From an optimization exercise on the open Yosys and OpenROAD flow, aimed at small area, a short achievable clock period and few clock cycles per item; shortcuts taken in it are not production practice. Function was checked by simulation only, so behaviour that the tests miss may differ from the original. Power and IR drop assume default switching activity.

Setup of trial 35:
==> flow/design.v <==
module sha256_unit (
    input  wire         clk,
    input  wire         rst,
    input  wire         init,
    input  wire         blk_valid,
    input  wire [511:0] block,
    output wire         busy,
    output wire [255:0] digest
);
    reg  [31:0] a, b, c, d, e, f, g, h;            
    reg  [31:0] hs0, hs1, hs2, hs3, hs4, hs5, hs6, hs7;  
    reg  [31:0] w [0:15];                          
    reg  [31:0] pa, pe;                            
    reg  [5:0]  rnd;                               
    reg         running;
    reg         run_p;                             
    reg         f_plast, f_last;                   
    assign busy   = running;
    assign digest = {a, hs1, hs2, hs3, e, hs5, hs6, hs7};
    wire last     = running & (rnd == 6'd0);       
    wire tail     = running & ((rnd == 6'd62) | (rnd == 6'd63) | (rnd == 6'd0));  
    wire acc_blk  = !running & blk_valid;
    wire run_next = acc_blk | (running & !last);
    wire load_iv  = rst | (!running & init);
    wire go       = running & !rst;
    reg [31:0] k;
    always @(*) begin
        case (rnd)
            6'd0:  k = 32'h428a2f98; 6'd1:  k = 32'h71374491; 6'd2:  k = 32'hb5c0fbcf; 6'd3:  k = 32'he9b5dba5;
            6'd4:  k = 32'h3956c25b; 6'd5:  k = 32'h59f111f1; 6'd6:  k = 32'h923f82a4; 6'd7:  k = 32'hab1c5ed5;
            6'd8:  k = 32'hd807aa98; 6'd9:  k = 32'h12835b01; 6'd10: k = 32'h243185be; 6'd11: k = 32'h550c7dc3;
            6'd12: k = 32'h72be5d74; 6'd13: k = 32'h80deb1fe; 6'd14: k = 32'h9bdc06a7; 6'd15: k = 32'hc19bf174;
            6'd16: k = 32'he49b69c1; 6'd17: k = 32'hefbe4786; 6'd18: k = 32'h0fc19dc6; 6'd19: k = 32'h240ca1cc;
            6'd20: k = 32'h2de92c6f; 6'd21: k = 32'h4a7484aa; 6'd22: k = 32'h5cb0a9dc; 6'd23: k = 32'h76f988da;
            6'd24: k = 32'h983e5152; 6'd25: k = 32'ha831c66d; 6'd26: k = 32'hb00327c8; 6'd27: k = 32'hbf597fc7;
            6'd28: k = 32'hc6e00bf3; 6'd29: k = 32'hd5a79147; 6'd30: k = 32'h06ca6351; 6'd31: k = 32'h14292967;
            6'd32: k = 32'h27b70a85; 6'd33: k = 32'h2e1b2138; 6'd34: k = 32'h4d2c6dfc; 6'd35: k = 32'h53380d13;
            6'd36: k = 32'h650a7354; 6'd37: k = 32'h766a0abb; 6'd38: k = 32'h81c2c92e; 6'd39: k = 32'h92722c85;
            6'd40: k = 32'ha2bfe8a1; 6'd41: k = 32'ha81a664b; 6'd42: k = 32'hc24b8b70; 6'd43: k = 32'hc76c51a3;
            6'd44: k = 32'hd192e819; 6'd45: k = 32'hd6990624; 6'd46: k = 32'hf40e3585; 6'd47: k = 32'h106aa070;
            6'd48: k = 32'h19a4c116; 6'd49: k = 32'h1e376c08; 6'd50: k = 32'h2748774c; 6'd51: k = 32'h34b0bcb5;
            6'd52: k = 32'h391c0cb3; 6'd53: k = 32'h4ed8aa4a; 6'd54: k = 32'h5b9cca4f; 6'd55: k = 32'h682e6ff3;
            6'd56: k = 32'h748f82ee; 6'd57: k = 32'h78a5636f; 6'd58: k = 32'h84c87814; 6'd59: k = 32'h8cc70208;
            6'd60: k = 32'h90befffa; 6'd61: k = 32'ha4506ceb; 6'd62: k = 32'hbef9a3f7; default: k = 32'hc67178f2;
        endcase
    end
    function [31:0] ska;
        input [31:0] x, y;
        reg   [31:0] g, p, gn, pn;
        integer   l, j, m;
        begin
            g = x & y;
            p = x ^ y;
            for (l = 1; l < 32; l = l * 2) begin
                for (j = 0; j < 32; j = j + 1) begin
                    m = (j & ~(2 * l - 1)) + l - 1;
                    if ((j & l) != 0) begin
                        gn[j] = g[j] | (p[j] & g[m]);
                        pn[j] = p[j] & p[m];
                    end else begin
                        gn[j] = g[j];
                        pn[j] = p[j];
                    end
                end
                g = gn;
                p = pn;
            end
            ska = (x ^ y) ^ {g[30:0], 1'b0};
        end
    endfunction
    wire [31:0] s1  = {e[5:0], e[31:6]} ^ {e[10:0], e[31:11]} ^ {e[24:0], e[31:25]};
    wire [31:0] ch  = (e & f) ^ (~e & g);
    wire [31:0] s0  = {a[1:0], a[31:2]} ^ {a[12:0], a[31:13]} ^ {a[21:0], a[31:22]};
    wire [31:0] mj  = (a & b) | (a & c) | (b & c);
    wire [31:0] x1s = pa ^ mj ^ ch;
    wire [31:0] x1c = {(pa[30:0] & mj[30:0]) | (pa[30:0] & ch[30:0]) | (mj[30:0] & ch[30:0]), 1'b0};
    wire [31:0] x2s = x1s ^ x1c ^ s1;
    wire [31:0] x2c = {(x1s[30:0] & x1c[30:0]) | (x1s[30:0] & s1[30:0]) | (x1c[30:0] & s1[30:0]), 1'b0};
    wire [31:0] x3s = x2s ^ x2c ^ s0;
    wire [31:0] x3c = {(x2s[30:0] & x2c[30:0]) | (x2s[30:0] & s0[30:0]) | (x2c[30:0] & s0[30:0]), 1'b0};
    wire [31:0] a_new = x3s + x3c;
    wire [31:0] hs4f = hs4 & {32{f_last}};
    wire [31:0] y1s = pe ^ hs4f ^ ch;
    wire [31:0] y1c = {(pe[30:0] & hs4f[30:0]) | (pe[30:0] & ch[30:0]) | (hs4f[30:0] & ch[30:0]), 1'b0};
    wire [31:0] y2s = y1s ^ y1c ^ s1;
    wire [31:0] y2c = {(y1s[30:0] & y1c[30:0]) | (y1s[30:0] & s1[30:0]) | (y1c[30:0] & s1[30:0]), 1'b0};
    wire [31:0] e_new = y2s + y2c;
    wire [31:0] oph = run_p ? g : hs7;
    wire [31:0] opd = run_p ? c : hs3;
    wire [31:0] w0in = {block[7:0], block[15:8], block[23:16], block[31:24]};
    wire [31:0] opw = run_p ? w[1] : w0in;
    wire [31:0] hs0f = hs0 & {32{f_plast}};
    wire [31:0] p1s = oph ^ hs0f ^ k;
    wire [31:0] p1c = {(oph[30:0] & hs0f[30:0]) | (oph[30:0] & k[30:0]) | (hs0f[30:0] & k[30:0]), 1'b0};
    wire [31:0] p2s = p1s ^ p1c ^ opw;
    wire [31:0] p2c = {(p1s[30:0] & p1c[30:0]) | (p1s[30:0] & opw[30:0]) | (p1c[30:0] & opw[30:0]), 1'b0};
    wire [31:0] pa_next = ska(p2s, p2c);
    wire [31:0] q1s = oph ^ opd ^ k;
    wire [31:0] q1c = {(oph[30:0] & opd[30:0]) | (oph[30:0] & k[30:0]) | (opd[30:0] & k[30:0]), 1'b0};
    wire [31:0] q2s = q1s ^ q1c ^ opw;
    wire [31:0] q2c = {(q1s[30:0] & q1c[30:0]) | (q1s[30:0] & opw[30:0]) | (q1c[30:0] & opw[30:0]), 1'b0};
    wire [31:0] pe_next = ska(q2s, q2c);
    wire [31:0] w1    = w[1];
    wire [31:0] w14   = w[14];
    wire [31:0] ss0   = {w1[6:0], w1[31:7]} ^ {w1[17:0], w1[31:18]} ^ (w1 >> 3);
    wire [31:0] ss1   = {w14[16:0], w14[31:17]} ^ {w14[18:0], w14[31:19]} ^ (w14 >> 10);
    wire [31:0] w9    = w[9];
    wire [31:0] w0    = w[0];
    wire [31:0] m1s   = w0 ^ w9 ^ ss0;
    wire [31:0] m1c   = {(w0[30:0] & w9[30:0]) | (w0[30:0] & ss0[30:0]) | (w9[30:0] & ss0[30:0]), 1'b0};
    wire [31:0] m2s   = m1s ^ m1c ^ ss1;
    wire [31:0] m2c   = {(m1s[30:0] & m1c[30:0]) | (m1s[30:0] & ss1[30:0]) | (m1c[30:0] & ss1[30:0]), 1'b0};
    wire [31:0] w_new = ska(m2s, m2c);
    wire [31:0] sum_a = ska(hs3, a);
    wire [31:0] sum_e = ska(hs7, e);
    integer i;
    always @(posedge clk) begin
        if (rst) begin
            running <= 1'b0;
            run_p   <= 1'b0;
            rnd     <= 6'd0;
            f_plast <= 1'b0;
            f_last  <= 1'b0;
        end else begin
            running <= run_next;
            run_p   <= (!run_p & blk_valid) | (run_p & (rnd != 6'd0));
            rnd     <= run_next ? rnd + 6'd1 : 6'd0;
            f_plast <= running & (rnd == 6'd62);
            f_last  <= running & (rnd == 6'd63);
        end
        if (go) begin
            a <= a_new;
            e <= e_new;
        end else if (load_iv) begin
            a <= 32'h6a09e667;
            e <= 32'h510e527f;
        end
        if (running) begin
            b <= a; c <= b; d <= c;
            f <= e; g <= f; h <= g;
        end else begin
            b <= hs1; c <= hs2; d <= hs3;
            f <= hs5; g <= hs6; h <= hs7;
            hs0 <= a;
            hs4 <= e;
        end
        if (load_iv) begin
            hs1 <= 32'hbb67ae85; hs2 <= 32'h3c6ef372; hs3 <= 32'ha54ff53a;
            hs5 <= 32'h9b05688c; hs6 <= 32'h1f83d9ab; hs7 <= 32'h5be0cd19;
        end else if (tail) begin
            hs1 <= sum_a; hs2 <= hs1; hs3 <= hs2;
            hs5 <= sum_e; hs6 <= hs5; hs7 <= hs6;
        end
        pa <= pa_next;
        pe <= pe_next;
        for (i = 0; i < 15; i = i + 1)
            w[i] <= running ? w[i+1] : {block[32*i +: 8], block[32*i+8 +: 8],
                                        block[32*i+16 +: 8], block[32*i+24 +: 8]};
        w[15] <= running ? w_new : {block[487:480], block[495:488], block[503:496], block[511:504]};
    end
endmodule
clock: 10.0 ns
lec_check: 0
cap_margin: 20
core_margin: 2
core_utilization: 40
cts_cluster_diameter: 100
cts_cluster_size: 20
setup_slack_margin: 5
slew_margin: 20
standard.sh (not shown) runs the stock make flow with config.mk's settings and CLKGATE_MAP_FILE= SYNTH_SCRIPT=/design/flow/synth_recipe.tcl, a recipe that flattens the netlist after the stock synthesis.
==> flow/flow/run.sh <==
#!/bin/bash
# The standard layout (the standard.sh, unchanged synthesis), with the
# port buffers that placement inserts made of the smallest buffer cell.
set -euo pipefail
bash standard.sh finish "BUFFER_PORTS_ARGS=-buffer_cell sky130_fd_sc_hd__buf_1" > standard_flow.log 2>&1
Testbench counts of trial 35, summed over its fixed seeds: cycles 50,229, blocks 768.
For trial 59, these inputs were changed with respect to trial 35:
diff --git a/flow/design.v b/flow/design.v
--- a/flow/design.v
+++ b/flow/design.v
@@ -11,8 +11,9 @@
     reg  [31:0] hs0, hs1, hs2, hs3, hs4, hs5, hs6, hs7;  
     reg  [31:0] w [0:15];                          
     reg  [31:0] pa, pe;                            
     reg  [5:0]  rnd;                               
+    reg  [31:0] kr;                                
     reg         running;
     reg         run_p;                             
     reg         f_plast, f_last;                   
     assign busy   = running;
@@ -22,11 +23,12 @@
     wire acc_blk  = !running & blk_valid;
     wire run_next = acc_blk | (running & !last);
     wire load_iv  = rst | (!running & init);
     wire go       = running & !rst;
+    wire [5:0] rnd1 = rnd + 6'd1;
     reg [31:0] k;
     always @(*) begin
-        case (rnd)
+        case (rnd1)
             6'd0:  k = 32'h428a2f98; 6'd1:  k = 32'h71374491; 6'd2:  k = 32'hb5c0fbcf; 6'd3:  k = 32'he9b5dba5;
             6'd4:  k = 32'h3956c25b; 6'd5:  k = 32'h59f111f1; 6'd6:  k = 32'h923f82a4; 6'd7:  k = 32'hab1c5ed5;
             6'd8:  k = 32'hd807aa98; 6'd9:  k = 32'h12835b01; 6'd10: k = 32'h243185be; 6'd11: k = 32'h550c7dc3;
             6'd12: k = 32'h72be5d74; 6'd13: k = 32'h80deb1fe; 6'd14: k = 32'h9bdc06a7; 6'd15: k = 32'hc19bf174;
@@ -79,25 +81,26 @@
     wire [31:0] x3s = x2s ^ x2c ^ s0;
     wire [31:0] x3c = {(x2s[30:0] & x2c[30:0]) | (x2s[30:0] & s0[30:0]) | (x2c[30:0] & s0[30:0]), 1'b0};
     wire [31:0] a_new = x3s + x3c;
     wire [31:0] hs4f = hs4 & {32{f_last}};
-    wire [31:0] y1s = pe ^ hs4f ^ ch;
-    wire [31:0] y1c = {(pe[30:0] & hs4f[30:0]) | (pe[30:0] & ch[30:0]) | (hs4f[30:0] & ch[30:0]), 1'b0};
-    wire [31:0] y2s = y1s ^ y1c ^ s1;
-    wire [31:0] y2c = {(y1s[30:0] & y1c[30:0]) | (y1s[30:0] & s1[30:0]) | (y1c[30:0] & s1[30:0]), 1'b0};
+    wire [31:0] y1s = pe ^ ch ^ s1;
+    wire [31:0] y1c = {(pe[30:0] & ch[30:0]) | (pe[30:0] & s1[30:0]) | (ch[30:0] & s1[30:0]), 1'b0};
+    wire [31:0] y2s = y1s ^ y1c ^ hs4f;
+    wire [31:0] y2c = {(y1s[30:0] & y1c[30:0]) | (y1s[30:0] & hs4f[30:0]) | (y1c[30:0] & hs4f[30:0]), 1'b0};
     wire [31:0] e_new = y2s + y2c;
     wire [31:0] oph = run_p ? g : hs7;
     wire [31:0] opd = run_p ? c : hs3;
     wire [31:0] w0in = {block[7:0], block[15:8], block[23:16], block[31:24]};
     wire [31:0] opw = run_p ? w[1] : w0in;
+    wire [31:0] opk = run_p ? kr : 32'h428a2f98;
     wire [31:0] hs0f = hs0 & {32{f_plast}};
-    wire [31:0] p1s = oph ^ hs0f ^ k;
-    wire [31:0] p1c = {(oph[30:0] & hs0f[30:0]) | (oph[30:0] & k[30:0]) | (hs0f[30:0] & k[30:0]), 1'b0};
+    wire [31:0] p1s = oph ^ hs0f ^ opk;
+    wire [31:0] p1c = {(oph[30:0] & hs0f[30:0]) | (oph[30:0] & opk[30:0]) | (hs0f[30:0] & opk[30:0]), 1'b0};
     wire [31:0] p2s = p1s ^ p1c ^ opw;
     wire [31:0] p2c = {(p1s[30:0] & p1c[30:0]) | (p1s[30:0] & opw[30:0]) | (p1c[30:0] & opw[30:0]), 1'b0};
     wire [31:0] pa_next = ska(p2s, p2c);
-    wire [31:0] q1s = oph ^ opd ^ k;
-    wire [31:0] q1c = {(oph[30:0] & opd[30:0]) | (oph[30:0] & k[30:0]) | (opd[30:0] & k[30:0]), 1'b0};
+    wire [31:0] q1s = oph ^ opd ^ opk;
+    wire [31:0] q1c = {(oph[30:0] & opd[30:0]) | (oph[30:0] & opk[30:0]) | (opd[30:0] & opk[30:0]), 1'b0};
     wire [31:0] q2s = q1s ^ q1c ^ opw;
     wire [31:0] q2c = {(q1s[30:0] & q1c[30:0]) | (q1s[30:0] & opw[30:0]) | (q1c[30:0] & opw[30:0]), 1'b0};
     wire [31:0] pe_next = ska(q2s, q2c);
     wire [31:0] w1    = w[1];
@@ -123,9 +126,9 @@
             f_last  <= 1'b0;
         end else begin
             running <= run_next;
             run_p   <= (!run_p & blk_valid) | (run_p & (rnd != 6'd0));
-            rnd     <= run_next ? rnd + 6'd1 : 6'd0;
+            rnd     <= run_next ? rnd1 : 6'd0;
             f_plast <= running & (rnd == 6'd62);
             f_last  <= running & (rnd == 6'd63);
         end
         if (go) begin
@@ -150,8 +153,9 @@
         end else if (tail) begin
             hs1 <= sum_a; hs2 <= hs1; hs3 <= hs2;
             hs5 <= sum_e; hs6 <= hs5; hs7 <= hs6;
         end
+        kr <= k;
         pa <= pa_next;
         pe <= pe_next;
         for (i = 0; i < 15; i = i + 1)
             w[i] <= running ? w[i+1] : {block[32*i +: 8], block[32*i+8 +: 8],
## What came out
Compared with trial 35, trial 59 is hungrier on power.
Trial 35 → trial 59: die height essentially unchanged; fraction of power consumed by the clock network decreased 0.7 points; arrival time of the worst setup path increased 70 ps; layout clock buffer count decreased 3.5%; final cell count essentially unchanged.
Comparing trial 59 and trial 35, the higher number of fill cells is on trial 35.
The net switching share of the total power in trial 59 sits 0.19 points below the value recorded for trial 35.
Routed wire length on met3 sits higher in trial 59 than in trial 35.
The placement-stage worst setup slack in trial 59 sits 260 ps above the value recorded for trial 35.
Critical-path maximum fanout, trial 59 and trial 35: higher on trial 35
Trial 59 vs. trial 35: buffers inserted during post-CTS setup optimization rose by 34, post-synth net total held steady, post-route worst hold slack has increased.

==> port drivers added, routing unchanged <==
The results above use ideal ports. As a check the final layouts listed here were re-extracted and re-timed, cells and wires unchanged. Step 1: set_driving_cell puts a clkbuf_16 on clk and a buf_2 on each other input, an assumption about the parent block. Step 2 moves the port delays by t, midway between the first and last clock arrival at a register: inputs arrive t later, outputs are due t later. That takes back most of the time a late clock gives input paths. a / b / c = ideal / step 1 / step 2; a / b = the first two.
run	shift t [ns]	slack for setup (ns)	worst setup path after step 2
trial 35	0.774	5.088 / 5.088 / 4.352	input to register
trial 59	0.795	5.043 / 5.043 / 4.400	input to register
After both steps every run listed still meets setup and hold. The setup slack of trial 35, which loses most, moves by 0.000 ns with the drivers and by -0.736 ns with both steps.
